Source: an optimization exercise on an open RTL-to-GDS flow (aim: small area, a short achievable clock period and few clock cycles per item). Production flows keep margins and buffers that such runs may drop.

== run A ==
==> flow/design.v <==
module px_beat (
    input  wire        clk,
    input  wire        rst_n,
    input  wire        cfg_we,
    input  wire [7:0]  cfg_addr,
    input  wire [31:0] cfg_wdata,
    input  wire        in_valid,
    output wire        in_ready,
    input  wire        in_bstart,    
    input  wire        in_first,     
    input  wire [31:0] in_px,        
    input  wire [31:0] in_py,        
    input  wire [2:0]  in_dsrc,
    input  wire [1:0]  in_topo,
    input  wire        in_topo_en,
    input  wire        in_inv_en,
    input  wire        in_lseed,
    input  wire [1:0]  in_chk,
    output reg         out_valid,
    output reg  [31:0] out_data,
    output reg  [15:0] out_check,
    output reg  [3:0]  out_dbi
);
    reg [31:0] bg    [0:3];
    reg [31:0] topox [0:3];
    reg [31:0] topoy [0:3];
    reg [31:0] invx  [0:7];
    reg [31:0] invy  [0:7];
    reg [31:0] lfsr_poly;
    reg [4:0]  lfsr_wm1;
    reg [31:0] lfsr_seed;
    reg [1:0]  chk_type;
    reg [4:0]  chk_feed_m1;
    reg [15:0] chk_init;
    reg [1:0]  dbi_mode;
    reg [3:0]  dbi_groups;
    reg        rst;
    reg        c_we;
    reg [7:0]  c_addr;
    reg [31:0] c_wdata;
    always @(posedge clk) begin
        rst     <= ~rst_n;
        c_we    <= cfg_we;
        c_addr  <= cfg_addr;
        c_wdata <= cfg_wdata;
    end
    wire [31:0] wd0   = c_wdata & {32{~rst}};       
    wire [31:0] wd1   = c_wdata | {32{rst}};        
    integer k;
    always @(posedge clk) begin
        for (k = 0; k < 4; k = k + 1) begin
            if (rst | (c_we & (c_addr == 8'h60 + k))) bg[k]    <= wd0;
            if (rst | (c_we & (c_addr == 8'h64 + k))) topox[k] <= wd0;
            if (rst | (c_we & (c_addr == 8'h68 + k))) topoy[k] <= wd0;
        end
        for (k = 0; k < 8; k = k + 1) begin
            if (rst | (c_we & (c_addr == 8'h70 + k))) invx[k] <= wd0;
            if (rst | (c_we & (c_addr == 8'h78 + k))) invy[k] <= wd0;
        end
        if (rst | (c_we & (c_addr == 8'h80))) lfsr_poly <= wd0;
        if (rst | (c_we & (c_addr == 8'h81))) lfsr_wm1  <= wd1[4:0];
        if (rst | (c_we & (c_addr == 8'h82))) lfsr_seed <= {wd0[31:1], wd1[0]};
        if (rst | (c_we & (c_addr == 8'h84))) begin
            chk_type    <= wd0[1:0];
            chk_feed_m1 <= wd1[12:8];
            chk_init    <= wd0[31:16];
        end
        if (rst | (c_we & (c_addr == 8'h85))) begin
            dbi_mode   <= wd0[1:0];
            dbi_groups <= wd0[7:4];
        end
    end
    assign in_ready = 1'b1;
    reg        a_v;
    reg        a_bstart;
    reg        a_first;
    reg [31:0] a_px;
    reg [31:0] a_py;
    reg [2:0]  a_dsrc;
    reg [1:0]  a_topo;
    reg        a_topo_en;
    reg        a_inv_en;
    reg        a_lseed;
    reg [1:0]  a_chk;
    always @(posedge clk) begin
        a_v       <= in_valid & rst_n;
        a_bstart  <= in_bstart;
        a_first   <= in_first;
        a_px      <= in_px;
        a_py      <= in_py;
        a_dsrc    <= in_dsrc;
        a_topo    <= in_topo;
        a_topo_en <= in_topo_en;
        a_inv_en  <= in_inv_en;
        a_lseed   <= in_lseed;
        a_chk     <= in_chk;
    end
    reg [31:0] lfsr_q;    
    reg [15:0] crc_q;     
    wire [4:0]  lsh   = ~lfsr_wm1;                        
    wire [31:0] lmask = 32'hFFFF_FFFF >> lsh;
    wire [31:0] pm    = lfsr_poly & lmask;
    wire [31:0] pla   = lfsr_poly << lsh;                 
    wire        seedld = a_first & a_lseed;
    wire [31:0] lsrc  = seedld ? lfsr_seed : lfsr_q;
    wire [31:0] sla   = lsrc << lsh;                      
    reg [31:0] f;         
    reg [31:0] lfsr_adv;
    reg        acc;
    integer    s;
    integer    t;
    always @* begin
        for (s = 0; s < 32; s = s + 1) begin
            acc = sla[31-s];
            for (t = 0; t < s; t = t + 1)
                acc = acc ^ (f[31-t] & pla[32-s+t]);
            f[31-s] = acc;
        end
        for (s = 0; s < 32; s = s + 1) begin
            acc = 1'b0;
            for (t = 0; t <= s; t = t + 1)
                acc = acc ^ (f[t] & pm[s-t]);
            lfsr_adv[s] = acc & lmask[s];
        end
    end
    wire [31:0] lfsr_start = seedld ? (lfsr_seed & lmask) : lfsr_q;
    wire        dsrc4      = (a_dsrc == 3'd4);
    wire [31:0] lfsr_next  = dsrc4 ? lfsr_adv : lfsr_start;
    reg [31:0] src_word;
    reg [31:0] word;
    reg        topo_flip;
    integer    i;
    always @* begin
        case (a_dsrc)
            3'd0, 3'd1, 3'd2, 3'd3: src_word = bg[a_dsrc[1:0]];
            3'd4:                   src_word = lfsr_adv;
            3'd5:                   src_word = a_px;
            3'd6:                   src_word = a_py;
            default:                src_word = 32'd0;
        endcase
        topo_flip = a_topo_en &
                    ((^(a_px & topox[a_topo])) ^ (^(a_py & topoy[a_topo])));
        word = src_word ^ {32{topo_flip}};
        for (i = 0; i < 8; i = i + 1) begin
            word = word ^ (invx[i] & {32{a_inv_en & a_px[i]}});
            word = word ^ (invy[i] & {32{a_inv_en & a_py[i]}});
        end
    end
    reg        b_v;
    reg        b_bstart;
    reg        b_first;
    reg [1:0]  b_chk;
    reg [31:0] b_word;
    always @(posedge clk) begin
        b_v      <= a_v & rst_n;
        b_bstart <= a_bstart;
        b_first  <= a_first;
        b_chk    <= a_chk;
        b_word   <= word;
    end
    wire        type1  = (chk_type == 2'd1);
    wire [15:0] crc_init_val = type1 ? {8'd0, chk_init[7:0]} : chk_init;
    wire [15:0] crc_start = (b_first & b_chk[1]) ? crc_init_val : crc_q;
    wire        feed   = (b_chk[0] ^ b_chk[1]) & (chk_type[0] ^ chk_type[1]);
    wire [31:0] fmask  = 32'hFFFF_FFFF >> (~chk_feed_m1);
    wire [31:0] dm     = b_word & fmask;
    wire [15:0] cs     = type1 ? {8'd0, crc_start[7:0]} : crc_start;
    wire [47:0] z      = {31'd0, cs, 1'b0} << chk_feed_m1;
    wire [31:0] e16    = dm ^ z[47:16];
    wire [31:0] e8     = dm ^ z[39:8];
    reg [15:0] c16;
    reg [7:0]  c8;
    reg        fb;
    integer    b;
    always @* begin
        c16 = 16'd0;
        c8  = 8'd0;
        for (b = 31; b >= 0; b = b - 1) begin
            fb  = c16[15] ^ e16[b];
            c16 = {c16[14:0], 1'b0} ^ (16'h1021 & {16{fb}});
            fb  = c8[7] ^ e8[b];
            c8  = {c8[6:0], 1'b0} ^ (8'h07 & {8{fb}});
        end
    end
    wire [15:0] crc_fed  = type1 ? {8'd0, c8 ^ z[7:0]} : (c16 ^ z[15:0]);
    wire [15:0] crc_next = feed ? crc_fed : crc_start;
    reg [6:0]  secded;
    reg [5:0]  pos;
    reg [15:0] check;
    integer    h;
    always @* begin
        secded = 7'd0;
        pos = 6'd2;
        for (b = 0; b < 32; b = b + 1) begin
            pos = pos + 6'd1;
            if (pos == 6'd4 || pos == 6'd8 || pos == 6'd16 || pos == 6'd32)
                pos = pos + 6'd1;
            for (h = 0; h < 6; h = h + 1)
                if (pos[h]) secded[h] = secded[h] ^ b_word[b];
        end
        secded[6] = (^b_word) ^ (^secded[5:0]);
        case (chk_type)
            2'd1:    check = {8'd0, crc_start[7:0]};
            2'd2:    check = crc_start;
            2'd3:    check = {9'd0, secded};
            default: check = 16'd0;
        endcase
    end
    wire       dbi_dc = (dbi_mode == 2'd1);
    wire       dbi_on = dbi_mode[0] ^ dbi_mode[1];
    wire [31:0] ref_word = dbi_dc ? 32'hFFFF_FFFF : (b_bstart ? 32'd0 : out_data);
    wire [31:0] diff = b_word ^ ref_word;
    reg [31:0] sent;
    reg [3:0]  dbi;
    reg [3:0]  cnt;
    integer    j;
    integer    q;
    always @* begin
        sent = b_word;
        for (j = 0; j < 4; j = j + 1) begin
            cnt = 4'd0;
            for (q = 0; q < 8; q = q + 1)
                cnt = cnt + {3'd0, diff[8*j+q]};
            dbi[j] = dbi_groups[j] & dbi_on & (cnt > 4'd4);
            sent[8*j +: 8] = b_word[8*j +: 8] ^ {8{dbi[j]}};
        end
    end
    always @(posedge clk) begin
        out_valid <= b_v & rst_n;
        if (rst) begin
            lfsr_q    <= 32'd0;
            crc_q     <= 16'd0;
            out_data  <= 32'd0;
        end else begin
            if (a_v)
                lfsr_q   <= lfsr_next;
            if (b_v) begin
                crc_q    <= crc_next;
                out_data <= sent;
            end
        end
    end
    always @(posedge clk) begin
        out_check <= check;
        out_dbi   <= dbi;
    end
endmodule
clock: 150.0 ns
lec_check: 0
abc_area: 1
cap_margin: 20
core_margin: 2
core_utilization: 35
slew_margin: 20
standard.sh (not shown) runs the stock make flow with config.mk's settings and CLKGATE_MAP_FILE= SYNTH_SCRIPT=/design/flow/synth_recipe.tcl, a recipe that flattens the netlist after the stock synthesis.
==> flow/flow/run.sh <==
#!/bin/bash
# Own layout flow: the standard layout, with synthesis run by synth.tcl
# (the standard flow's synthesis script, with ABC mapping for area plus
# buffering and sizing of critical paths: abc_area_min.script).
# Every tool's output goes to the ORFS logs under orfs/logs; make's own output
# goes to make_flow.log in the work folder.
set -euo pipefail
W=$(pwd)
export PXB_ABC_SCRIPT="$W/flow/abc_area_min.script"
sed -E "s#SYNTH_SCRIPT=[^ ]*synth_recipe\.tcl'?#SYNTH_SCRIPT=$W/flow/synth.tcl#" standard.sh > own_standard.sh
grep -q "SYNTH_SCRIPT=$W/flow/synth.tcl" own_standard.sh
bash own_standard.sh finish > make_flow.log 2>&1
==> flow/flow/abc_area_min.script <==
strash
dch
map -a
topo
buffer -p
upsize
dnsize
stime -c
==> flow/flow/synth.tcl <==
# The standard flow's synthesis script (synth_recipe.tcl), with one change: Yosys's abc
# pass runs the script named by PXB_ABC_SCRIPT instead of ORFS's area script.
proc synth {args} { yosys synth -nofsm -noshare {*}$args }
proc abc {args} {
  set i [lsearch -exact $args -script]
  if { $i >= 0 } {
    set args [lreplace $args [expr { $i + 1 }] [expr { $i + 1 }] $::env(PXB_ABC_SCRIPT)]
  }
  yosys abc {*}$args
}
source $::env(SCRIPTS_DIR)/synth.tcl
# left out here: clear keep_hierarchy, flatten, clean up, hide names made inside functions, write 1_2_yosys.v
In summary, run A completed successfully, with a layout that passed the timing, DRC and antenna checks.
Modified inputs, run B compared to run A
- CORE_UTILIZATION now 50, was 35
==> flow/flow/run.sh <==
#!/bin/bash
# Own layout flow: the standard layout (standard.sh), with these changes:
# - synthesis runs synth.tcl: the standard flow's synthesis script, with ABC mapping for
#   area plus buffering and sizing of critical paths (abc_area_min.script);
# - the port buffers are buf_2 cells;
# - clock tree synthesis uses clkbuf_8 cells and no dummy loads.
# Every tool's output goes to its ORFS log under orfs/logs; make's own output
# goes to make_flow.log in the work folder.
set -euo pipefail
W=$(pwd)
export PXB_ABC_SCRIPT="$W/flow/abc_area_min.script"
sed -E "s#SYNTH_SCRIPT=[^ ]*synth_recipe\.tcl'?#SYNTH_SCRIPT=$W/flow/synth.tcl BUFFER_PORTS_ARGS='-buffer_cell sky130_fd_sc_hd__buf_2' CTS_ARGS='-sink_clustering_enable -repair_clock_nets -dont_use_dummy_load -buf_list sky130_fd_sc_hd__clkbuf_8'#" standard.sh > own_standard.sh
grep -q "SYNTH_SCRIPT=$W/flow/synth.tcl" own_standard.sh
bash own_standard.sh finish > make_flow.log 2>&1
### Flow results
Count of fill cells added during filler insertion was higher in run A than in run B. Compared with run A, in run B setup slack grew by 0.38 ns, wire length of the first global-routing pass -about 4.5%, total routing usage reported by global routing rose by 8.2 points, initial antenna violation count higher. Re post-synthesis instance area: no difference whatsoever between run B and run A. From run A to run B the numbers moved as follows: shortest period the worst path allows went down, count of cells along the worst hold path did not really move.
Input changes introduced in run C (baseline for comparison: run B):
- a change of CORE_UTILIZATION from 50 to 35
==> flow/flow/run.sh <==
#!/bin/bash
# Own layout flow: the standard layout (standard.sh), with these changes:
# - synthesis runs synth.tcl: the standard flow's synthesis script, with ABC mapping for
#   area plus buffering and sizing of critical paths (abc_area_min.script);
# - the port buffers are buf_2 cells;
# - clock tree synthesis uses no dummy loads.
# Every tool's output goes to its ORFS log under orfs/logs; make's own output
# goes to make_flow.log in the work folder.
set -euo pipefail
W=$(pwd)
export PXB_ABC_SCRIPT="$W/flow/abc_area_min.script"
sed -E "s#SYNTH_SCRIPT=[^ ]*synth_recipe\.tcl'?#SYNTH_SCRIPT=$W/flow/synth.tcl BUFFER_PORTS_ARGS='-buffer_cell sky130_fd_sc_hd__buf_2' CTS_ARGS='-sink_clustering_enable -repair_clock_nets -dont_use_dummy_load'#" standard.sh > own_standard.sh
grep -q "SYNTH_SCRIPT=$W/flow/synth.tcl" own_standard.sh
bash own_standard.sh finish > make_flow.log 2>&1
### Flow results
Comparing run B and run C, the lower post-place instance area was measured on run B. Measured against each other, run B and run C differ in detailed route wirelength on metal3, the lower figure coming from run C. On area overhead of the layout relative to synthesis, the higher figure sits with run C, not run B. Core util | run C vs run B | run C lower. Relative to run B, the number of tap cells added at floorplan measured on run C has increased by more than a quarter. Of run B and run C, run C shows the lower overall global routing resource usage, with run B above it. Run C gives more setup slack than run B did.
No functional check of the RTL was part of any run of this note.

static timing again, ports no longer ideal:
The results above use ideal ports. As a check the final layouts listed here were re-extracted and re-timed, cells and wires unchanged.
Step 1, drivers: a clkbuf_16 drives clk and a buf_2 each remaining input, both assumed.
Step 2 also shifts input and output timing later by t, the mid clock arrival at the registers, as if the neighbouring blocks saw the same clock.
Slacks: ideal / step 1 / step 2; pairs: ideal / step 1.
| run | shift t [ns] | setup WS [ns] | worst setup path at the end | slew at the worst register clock pin (ns) |
|---|---|---|---|---|
| run A | 0.861 | 118.288 / 118.217 / 119.078 | register to output | 0.07 / 0.07 |
| run B | 0.918 | 118.671 / 118.596 / 119.514 | register to output | 0.07 / 0.07 |
| run C | 0.818 | 118.747 / 118.675 / 119.493 | register to output | 0.06 / 0.06 |
After both steps every run listed still meets setup and hold.
